Background: an optimization exercise with open tools, aiming at small area, a short achievable clock period and few clock cycles per item. Do not read the settings as production practice. In this exercise RTL edits were held to simulation tests only and were not proved equivalent to the original.

### design/flow/constraint.sdc
create_clock -name core_clock -period 25.0 [get_ports {clk}]
set_input_delay 5.0000 -clock core_clock [delete_from_list [all_inputs] [get_ports {clk}]]
set_output_delay 5.0000 -clock core_clock [all_outputs]
set_load 0.01 [all_outputs]
### design/flow/config.mk
export PLATFORM = sky130hd
export DESIGN_NAME = le_lane
export DESIGN_NICKNAME = le_lane
export VERILOG_FILES = /design/flow/design.v
export SDC_FILE = /design/flow/constraint.sdc
export NUM_CORES = 4
export LEC_CHECK = 0
export CAP_MARGIN = 20
export CORE_MARGIN = 2
export CORE_UTILIZATION = 30
export SLEW_MARGIN = 20
### design/flow/design.v
module le_lane (
    input  wire        clk,
    input  wire        rst,           
    input  wire        start,
    input  wire [15:0] code,
    input  wire [15:0] vref,
    input  wire [15:0] sff,
    input  wire [20:0] vlink_mv,
    input  wire        vlink_ok,
    input  wire        at_dmax,
    input  wire [15:0] vscal,
    input  wire [15:0] vlnom,
    input  wire [31:0] kp,
    input  wire [31:0] ki,
    input  wire [31:0] kd,
    input  wire [31:0] dpole,
    input  wire [31:0] ll1_b0,
    input  wire [31:0] ll1_b1,
    input  wire [31:0] ll1_a1,
    input  wire [31:0] ll2_b0,
    input  wire [31:0] ll2_b1,
    input  wire [31:0] ll2_a1,
    input  wire [31:0] nb0,
    input  wire [31:0] nb1,
    input  wire [31:0] nb2,
    input  wire [31:0] na1,
    input  wire [31:0] na2,
    input  wire        nen,
    input  wire [15:0] dmax,
    input  wire [15:0] dmin,
    input  wire [15:0] imax,
    input  wire [15:0] llmax,
    input  wire [15:0] nmax,
    input  wire [15:0] ffmax,
    input  wire [14:0] emax,
    input  wire [5:0]  sat_clr,
    output wire        ready,
    output reg         done,
    output reg  [15:0] duty,
    output reg  [16:0] vout,
    output wire [15:0] err,
    output wire [31:0] integ_out,
    output reg  [15:0] ratio,
    output reg  [5:0]  sat,
    output reg         frz_hi,
    output reg         frz_lo
);
    localparam W = 78;               
    reg  [4:0]         st;           
    assign ready = (st == 5'd0);
    reg  signed [29:0] integ;        
    reg  signed [39:0] dst;
    reg  signed [39:0] l1x;
    reg  signed [29:0] l1y;          
    reg  signed [29:0] l2y, nx1, nx2, ny1, ny2;
    reg  signed [15:0] eprev;        
    reg  signed [29:0] integ_o;
    reg  signed [15:0] e;
    reg         [16:0] vo;
    reg         [15:0] sff_r;
    reg                atd_r;
    reg  signed [39:0] u;
    reg  signed [72:0] acc;
    reg         [4:0]  fl;           
    reg         [20:0] vl_r;
    reg                rdef;         
    reg                ovf;          
    reg         [22:0] rem;
    reg         [15:0] qs;           
    assign err       = eprev;
    assign integ_out = {{2{integ_o[29]}}, integ_o};
    wire signed [16:0] de = {e[15], e} - {eprev[15], eprev};
    wire        q_lo  = (qs < 16'd8192);
    wire        q_hi  = ovf | (qs > 16'd32768);
    wire [15:0] r_val = rdef ? 16'd16384 : q_hi ? 16'd32768 : q_lo ? 16'd8192 : qs;
    wire        r_fl  = ~rdef & (q_hi | q_lo);
    reg  [31:0] ma;                  
    reg  [39:0] mb;
    reg         msub;                
    reg  [W-1:0] add_a, add_b;
    always @(*) begin
        ma    = 32'd0;
        mb    = 40'd0;
        msub  = 1'b0;
        add_a = {W{1'b0}};
        add_b = {W{1'b0}};
        case (st)
            5'd0:  begin ma = {16'd0, vscal}; mb = {24'd0, code}; end
            5'd1:  begin ma = kd;     mb = {{23{de[16]}}, de}; end
            5'd2:  begin ma = dpole;  mb = dst;
                         add_a = {acc[48:0], 29'd0}; end
            5'd3:  begin ma = ki;     mb = {{24{e[15]}}, e};
                         add_a = {{(W-30){integ[29]}}, integ}; end
            5'd4:  begin ma = kp;     mb = {{24{e[15]}}, e};
                         add_a = {{(W-30){integ[29]}}, integ};
                         add_b = {{(W-40){dst[39]}}, dst}; end
            5'd5:  begin ma = ll1_b1; mb = l1x; end
            5'd6:  begin ma = ll1_a1; mb = {{10{l1y[29]}}, l1y}; msub = 1'b1;
                         add_a = {{(W-73){acc[72]}}, acc}; end
            5'd7:  begin ma = ll1_b0; mb = u;
                         add_a = {{(W-73){acc[72]}}, acc}; end
            5'd8:  begin ma = ll2_b1; mb = {{10{l1y[29]}}, l1y}; end
            5'd9:  begin ma = ll2_a1; mb = {{10{l2y[29]}}, l2y}; msub = 1'b1;
                         add_a = {{(W-73){acc[72]}}, acc}; end
            5'd10: begin ma = ll2_b0; mb = u;
                         add_a = {{(W-73){acc[72]}}, acc}; end
            5'd11: begin ma = nb1;    mb = {{10{nx1[29]}}, nx1}; end
            5'd12: begin ma = nb2;    mb = {{10{nx2[29]}}, nx2};
                         add_a = {{(W-73){acc[72]}}, acc}; end
            5'd13: begin ma = na1;    mb = {{10{ny1[29]}}, ny1}; msub = 1'b1;
                         add_a = {{(W-73){acc[72]}}, acc}; end
            5'd14: begin ma = na2;    mb = {{10{ny2[29]}}, ny2}; msub = 1'b1;
                         add_a = {{(W-73){acc[72]}}, acc}; end
            5'd15: begin ma = nb0;    mb = u;
                         add_a = {{(W-73){acc[72]}}, acc}; end
            5'd16: begin ma = {16'd0, r_val}; mb = u; end
            default: ;
        endcase
    end
    localparam M = 41;               
    wire [W-1:0] pprow [0:15];
    wire [31:0]  negv;
    genvar gi;
    generate
        for (gi = 0; gi < 16; gi = gi + 1) begin : g_pp
            wire b0  = (gi == 0) ? 1'b0 : ma[2*gi-1];
            wire b1  = ma[2*gi];
            wire b2  = ma[2*gi+1];
            wire one = b1 ^ b0;
            wire two = (b2 & ~b1 & ~b0) | (~b2 & b1 & b0);
            wire neg = (b2 ^ msub) & (one | two);
            wire [M-1:0] mag = ({M{one}} & {mb[39], mb}) | ({M{two}} & {mb, 1'b0});
            wire [M-1:0] pp  = mag ^ {M{neg}};
            assign pprow[gi] = {{(W-M-1){1'b0}}, ~pp[M-1], pp[M-2:0]} << (2*gi);
            assign negv[2*gi]   = neg;
            assign negv[2*gi+1] = 1'b0;
        end
    endgenerate
    function [W-1:0] kconst;
        input integer dummy;
        integer k;
        begin
            kconst = {W{1'b0}};
            for (k = 0; k < 16; k = k + 1)
                kconst = kconst - ({{(W-1){1'b0}}, 1'b1} << (M-1+2*k));
        end
    endfunction
    localparam [W-1:0] KC = kconst(0);
    wire [W-1:0] s_u = pprow[0] + pprow[1] + pprow[2] + pprow[3]
                     + pprow[4] + pprow[5] + pprow[6] + pprow[7]
                     + pprow[8] + pprow[9] + pprow[10] + pprow[11]
                     + pprow[12] + pprow[13] + pprow[14] + pprow[15]
                     + {{(W-32){1'b0}}, negv} + KC + add_a + add_b;
    wire signed [W-1:0] s = s_u;
    wire        [16:0] vo_n   = s[31:15] + {16'd0, s[14]};
    wire signed [17:0] e_raw  = $signed({2'b00, vref}) - $signed({1'b0, vo_n});
    wire signed [17:0] emax_s = {3'b000, emax};
    wire               e_hi   = e_raw > emax_s;
    wire               e_lo   = e_raw < -emax_s;
    wire signed [15:0] e_n    = e_hi ? emax_s[15:0] : e_lo ? -emax_s[15:0] : e_raw[15:0];
    wire               c29    = s[28] & (~s[W-1] | (|s[27:0]));
    wire signed [48:0] t29    = s[W-1:29] + {48'd0, c29};
    wire               d_ok   = (&t29[48:39]) | ~(|t29[48:39]);
    wire signed [39:0] d_n    = d_ok ? t29[39:0] : {t29[48], {39{~t29[48]}}};
    wire               kz     = (ki == 32'd0) | (e == 16'sd0);
    wire               kpos   = ~kz & (ki[31] == e[15]);
    wire               kneg   = ~kz & (ki[31] != e[15]);
    wire               frozen = (frz_hi & kpos) | (frz_lo & kneg);
    wire signed [29:0] il     = {1'b0, imax, 13'd0};
    wire               i_hi   = $signed(s[48:0]) > $signed({20'd0, il[28:0]});
    wire               i_lo   = $signed(s[48:0]) < -$signed({20'd0, il[28:0]});
    wire signed [29:0] i_n    = i_hi ? il : i_lo ? -il : s[29:0];
    wire               u_ok   = (&s[48:39]) | ~(|s[48:39]);
    wire signed [39:0] u_n    = u_ok ? s[39:0] : {s[48], {39{~s[48]}}};
    wire        [15:0] ylim16 = (st == 5'd15) ? nmax : llmax;
    wire signed [29:0] yl     = {1'b0, ylim16, 13'd0};
    wire               y_hi   = t29 > $signed({19'd0, yl});
    wire               y_lo   = t29 < -$signed({19'd0, yl});
    wire signed [29:0] y_n    = y_hi ? yl : y_lo ? -yl : t29[29:0];
    wire signed [30:0] f_sum  = {y_n[29], y_n} + {{2{sff_r[15]}}, sff_r, 13'd0};
    wire signed [30:0] fl_l   = {2'b00, ffmax, 13'd0};
    wire               f_hi   = f_sum > fl_l;
    wire               f_lo   = f_sum < -fl_l;
    wire signed [29:0] f_n    = f_hi ? fl_l[29:0] : f_lo ? -fl_l[29:0] : f_sum[29:0];
    wire               c14    = s[13] & (~s[W-1] | (|s[12:0]));
    wire signed [31:0] w      = s[45:14] + {31'd0, c14};
    wire               w_hi   = w > $signed({3'd0, dmax, 13'd0});
    wire               w_lo   = w < $signed({3'd0, dmin, 13'd0});
    wire        [15:0] w_d    = w[28:13] + {15'd0, w[12]};
    wire [21:0] dvs   = {vl_r, 1'b0};
    wire [22:0] r1    = {rem[21:0], qs[15]};
    wire        g1    = r1 >= {1'b0, dvs};
    wire [22:0] r1n   = g1 ? r1 - {1'b0, dvs} : r1;
    wire [22:0] r2    = {r1n[21:0], qs[14]};
    wire        g2    = r2 >= {1'b0, dvs};
    wire [22:0] r2n   = g2 ? r2 - {1'b0, dvs} : r2;
    wire [22:0] n_hi  = {1'b0, vlnom, 5'd0} + {2'b0, vlnom, 4'd0} + {6'd0, vlnom, 1'b0}
                      + {18'd0, vlink_mv[20:16]};
    always @(posedge clk) begin
        if (rst) begin
            st     <= 5'd0;
            done   <= 1'b0;
            integ  <= 30'sd0;
            dst    <= 40'sd0;
            l1x    <= 40'sd0;
            l1y    <= 30'sd0;
            l2y    <= 30'sd0;
            nx1    <= 30'sd0;
            nx2    <= 30'sd0;
            ny1    <= 30'sd0;
            ny2    <= 30'sd0;
            eprev  <= 16'sd0;
            sat    <= 6'd0;
            frz_hi <= 1'b0;
            frz_lo <= 1'b0;
        end else begin
            done <= 1'b0;
            sat  <= sat & ~sat_clr;
            if (st != 5'd0)
                st <= st + 5'd1;
            case (st)
                5'd0: if (start) begin
                    st    <= 5'd1;
                    vo    <= vo_n;
                    e     <= e_n;
                    fl    <= {4'd0, e_hi | e_lo};
                    sff_r <= sff;
                    atd_r <= at_dmax;
                    vl_r  <= vlink_mv;
                    rdef  <= ~vlink_ok | (vlink_mv == 21'd0);
                    ovf   <= n_hi >= {vlink_mv, 1'b0};
                    rem   <= n_hi;
                    qs    <= vlink_mv[15:0];
                end
                5'd1: acc <= s[72:0];
                5'd2: begin
                    dst <= d_n;
                    if (!d_ok) fl[1] <= 1'b1;
                end
                5'd3: if (!frozen) begin
                    integ <= i_n;
                    if (i_hi | i_lo) fl[1] <= 1'b1;
                end
                5'd4: begin
                    u <= u_n;
                    if (!u_ok) fl[1] <= 1'b1;
                end
                5'd5, 5'd6, 5'd8, 5'd9, 5'd11, 5'd12, 5'd13, 5'd14:
                    acc <= s[72:0];
                5'd7: begin
                    l1x <= u;
                    u   <= {{10{y_n[29]}}, y_n};
                    if (y_hi | y_lo) fl[2] <= 1'b1;
                end
                5'd10: begin
                    l2y <= y_n;
                    if (y_hi | y_lo) fl[2] <= 1'b1;
                    if (nen)
                        u <= {{10{y_n[29]}}, y_n};
                    else begin
                        u  <= {{10{f_n[29]}}, f_n};
                        st <= 5'd16;
                        if (f_hi | f_lo) fl[4] <= 1'b1;
                    end
                end
                5'd15: begin
                    nx2 <= nx1;
                    nx1 <= u[29:0];
                    ny2 <= ny1;
                    ny1 <= y_n;
                    u   <= {{10{f_n[29]}}, f_n};
                    if (y_hi | y_lo) fl[3] <= 1'b1;
                    if (f_hi | f_lo) fl[4] <= 1'b1;
                end
                5'd16: begin
                    st      <= 5'd0;
                    done    <= 1'b1;
                    duty    <= w_hi ? dmax : w_lo ? dmin : w_d;
                    vout    <= vo;
                    integ_o <= integ;
                    ratio   <= r_val;
                    eprev   <= e;
                    frz_hi  <= w_hi | atd_r;
                    frz_lo  <= w_lo;
                    sat     <= (sat & ~sat_clr) | {w_hi | w_lo, fl[4] | r_fl, fl[3:0]};
                end
                default: ;
            endcase
            if (st == 5'd8)
                l1y <= u[29:0];
            if (st != 5'd0 && st <= 5'd8) begin
                rem <= r2n;
                qs  <= {qs[13:0], g1, g2};
            end
        end
    end
endmodule
### design/flow/run.sh
#!/bin/bash
# synth_recipe.tcl (not shown) runs the flow's synth.tcl, then flattens the netlist and writes it again
# the make line also repeats each setting of config.mk as NAME=value (left out here)
make -C /OpenROAD-flow-scripts/flow DESIGN_CONFIG=/design/flow/config.mk WORK_HOME=/design/flow/orfs CLKGATE_MAP_FILE= SYNTH_SCRIPT=/design/flow/synth_recipe.tcl finish
==> results.txt <==
- Maximum number of pins on one net before global-route repair: ~130
- Nature of the critical path startpoint: primary input
- Period Utilization, post-route: 1.047
- Hold violation count in the final report: 0
- Max stage delay on crit path: between 0.6 and 0.7 ns
- RePlAce Congestion: ~1.1
- Post-detailed-placement half-perimeter wirelength: around 480 mm
- Critical path class: primary input to flop
- Clock sink total: between 600 and 700
- Crit end category: flop
- Gate Count Post-Synth: around 11000
- Top cell by count, worst path: buf_4
- Setup skew after layout: around 0.072 ns
- Remaining antenna violation count after routing: 0
- TritonCTS clock tree: yes
- Rel. slew slack: 0.1396
- Post-synth top area cell: fa_1
- Overflow left after global routing: 0
- Unique masters post-synth: roughly 120
- Endpoint of the worst-slack reg-to-reg timing path: u[26]
- Total of warnings raised by yosys: 1
- Core Region: 293800 µm²
- Quantity of I/O buffers inserted on ports: 810
- Cell at the root of the clock tree: clkbuf_16
- CTS clk-pin slew, worst paths: approximately 0.06 ns
- Total vias in the final route: between 100k and 150k
- Proportion of netlist area held by the largest area contributor: 0.1415
- Number of buffers on the longest clock path: 3
- Hold Path End: vout[0]
- Average cell area after synthesis: about 8 µm²
- Prevailing post-synth register cell: dfxtp_1
- Arr. time, crit path: about 27 ns
- Die Footprint: ~300000 µm²
- Slowest stage cell, crit path: fa_2
- Startpoint of the tightest hold check path: vo[0]
- Final Routed Wirelength: around 580 mm
- Dominant combinational cell family by area after synthesis: compound AO/OA/AOI/OAI gates
- Run status: failed layout checks
- Final Util: 0.4437
- Die Ht: roughly 550 µm
- Most used standard cells in the synthesized netlist: nand2_1 (971), nor2_1 (877), inv_1 (859), a21oi_1 (791), clkbuf_1 (761)
- Count of nets after finishing: 15780
- Cell depth of the worst flop-to-flop path: around 120
- Part of the Yosys area used for sequential elements: 0.1768
- Setup-violating endpoint count in the final report: 41
- Fraction of layout cells with a size suffix above 1: 0.2787
- Average wire per cell in the routed design: approximately 33 µm
- Final number of max-transition violations: 0
- Number of buffers inserted for hold repair after clock tree synthesis: 0
- Max H-tree Level: 3
- Count of TritonRoute iterations in the first routing pass: 30
- Skew-Pair Late Insertion Delay: between 0.7 and 0.8 ns
- Post-synthesis net count: about 13000
- All-layer global routing usage: 0.3706
- Hold path cells: 0
- Antenna violations before repair: 82
- Count of flip-flops with a built-in enable after synthesis: between 300 and 400
- RSZ-0062 raised after global routing: yes
- Failed layout checks: negative setup slack
- Cell area after technology mapping: 88560 µm²
- Placed cell area: between 100000 and 150000 µm²
- DRT iter0 DRCs: 16010
- Number of vias per cell: approximately 6.0
- Startpoint of the lowest-slack register-to-register path: e[0]
- Num ports: 811
- Area added between synthesis and finish: 47.20%
- Main area contributors after synthesis: fa_1 (14%), edfxtp_1 (10%), ha_1 (9.4%)
- Setup slack of the most critical reg-to-reg path: between 0.7 and 0.8 ns
- Initial core utilization: 0.3014
- Data required time of the critical path: between 20 and 30 ns
- Number of buffers inserted during clock tree synthesis: 69
- Fin area: between 100000 and 150000 µm²
- Number of storage elements in the synthesis netlist: about 630
- Complex-gate fraction of the synthesized area: 0.2724
- Worst path setup slack after routing: -1.174 ns
- Type of the tightest min-delay check: flop to flop
- DRC Markers: 0
- Cell total after placement: ~17000
- Time the worst path needs with I/O delays and setup: ~26 ns
- Max cap viols: 0
- Final cell count without fillers: 17800
- Global-route wire length before repair: roughly 790 mm
- Post-synthesis xor/xnor area fraction: 0.05502
- Achievable clock frequency: between 30 and 40 MHz
- Die Width: between 500 and 600 µm
- Portion of netlist area occupied by mux cells: 0.02635
- Hold_ws: around 0.42 ns
- Count leader, synth: nand2_1
- Fraction of the mapped netlist area in simple logic gates: 0.1588
- Critical path peak fanout: 8
- Slew @ Worst Pin: 1.291 ns
- Share of synthesized cell area in full adder, half adder and majority cells: 0.2357
- Row cnt: between 150 and 200
- Asr flop ratio synth: 0
- Number of global-route vias before repair: between 90000 and 100k
==> logic make-up (layout without fill, tap and decap cells) <==
group,Yosys count,in the layout
AO/OA/AOI/OAI,3526,3526
AND/OR/NAND/NOR,3031,3031
buffers and inverters,1740,4590
adder cells (fa/ha/maj),1293,1293
flip-flops,628,628
XOR/XNOR,549,550
multiplexers,224,226
other,0,33
==> area by class of cell <==
cell class / count / area [µm²]
diodes: 33 / 82.58
clock buffers: 91 / 1977
clock inverters: 37 / 437.9
fillers: 29230 / 163500
inverters: 868 / 3263
multi-input cells: 8626 / 71640
flip-flops and latches: 628 / 15660
well taps: 3919 / 4903
repair buffers: 3594 / 32400
==> cell usage in the layout, fill, tap and decap left out, types with 63 or more instances in the layout <==
master,count
o21a_1,88
a222oi_1,121
a21o_1,137
nand2_1,943
buf_4,2401
buf_6,147
o22ai_1,228
mux2i_1,180
fa_2,76
a211oi_1,63
nand4_1,134
fa_1,550
o31ai_1,77
o21ai_0,413
o221ai_1,111
clkbuf_16,72
a21oi_1,726
edfxtp_1,308
o21ai_1,74
xnor2_1,322
and2_1,102
a221o_1,64
a31oi_1,220
clkdlybuf4s50_1,711
buf_12,197
nand2b_1,65
dfxtp_1,320
nor3_1,197
nor2_1,808
a22oi_1,263
a221oi_1,282
nand3_1,229
dlygate4sd2_1,80
xor2_1,138
ha_1,598
inv_1,819
==> worst max-delay path, delay by kind of cell <==
kind	cells	cell delay, ns
adders and majority gates	13	5.36
buffers and inverters	35	4.55
muxes	2	0.58
xor gates and xnor gates	3	0.71
and+or+nand+nor	23	3.95
AOI/OAI and AO/OA	37	6.39
==> routing by layer <==
metal  wire [µm]  vias up  global-route usage
li1            -    45920                   -
met1      231000    52060              0.4881
met2      232700     7221              0.5249
met3       70430     1418              0.1113
met4       44890       34              0.2338
met5         237        -                   0
==> registers in the layout, indices dropped and copies added, names as in the netlist, 16 cells and up <==
| name | cells |
|---|---|
| acc | 73 |
| dst | 40 |
| duty | 16 |
| e | 16 |
| eprev | 16 |
| integ | 30 |
| integ_o | 30 |
| l1x | 40 |
| l1y | 30 |
| l2y | 30 |
| nx1 | 30 |
| nx2 | 30 |
| ny1 | 30 |
| ny2 | 30 |
| qs | 16 |
| ratio | 16 |
| rem | 22 |
| sff_r | 16 |
| u | 40 |
| vl_r | 21 |
| vo | 17 |
| vout | 17 |
==> how the worst max path moves through the flow <==
stage	start	end	slack [ns]	cells after the start
after floorplan	nb0[13]	u[23]	0.01	95
after global placement	vscal[15]	u[22]	-4.23	104
final	ki[11]	u[26]	-1.17	113
after CTS	vscal[15]	u[21]	-0.59	107
after global routing	nb2[3]	u[26]	-1.70	122
after detailed placement	vscal[15]	u[28]	-4.27	106
==> what timing repair did <==
item                       in CTS  in global routing
cloned                         18                  1
setup endpoints to repair      43                 41
buffers inserted              226                 22
gates resized for setup      1037                171
pin swaps                     497                131
==> metrics by stage <==
stage | worst slack, ns | TNS (ns)
3_5_place_dp | -4.274 | -182.74
2_1_floorplan | 0.01175 | 0
4_1_cts | -0.5923 | -20.78
3_3_place_gp | -4.226 | -180.35
6_report | -1.174 | -43.59
5_1_grt | -1.697 | -64.92
Testbench counts, summed over its fixed seeds: cycles 48,650, items 3,200.

## afterwards: timing with drivers on the ports
No port has a modelled driver above. Below, the same layout with a new extraction and two added sets of constraints.
Step 1 (the two cells are an assumption about what drives the block):
set clk [get_ports {clk}]
set_driving_cell -lib_cell sky130_fd_sc_hd__clkbuf_16 $clk
set_driving_cell -lib_cell sky130_fd_sc_hd__buf_2 [delete_from_list [all_inputs] $clk]
Step 2 also shifts input and output timing later by t, the mid clock arrival at the registers, as if the neighbouring blocks saw the same clock.
Three values: ideal ports, drivers, drivers and shift; two values: the first two.
shift t [ns]: 0.788
slack for setup (ns): -1.174 / -1.102 / -1.891
hold WS [ns]: 0.421 / 0.421 / 0.421
worst slew at a driven data input, ns: 0.38
The setup slack of this run moves by +0.072 ns with the drivers and by -0.717 ns with both steps.
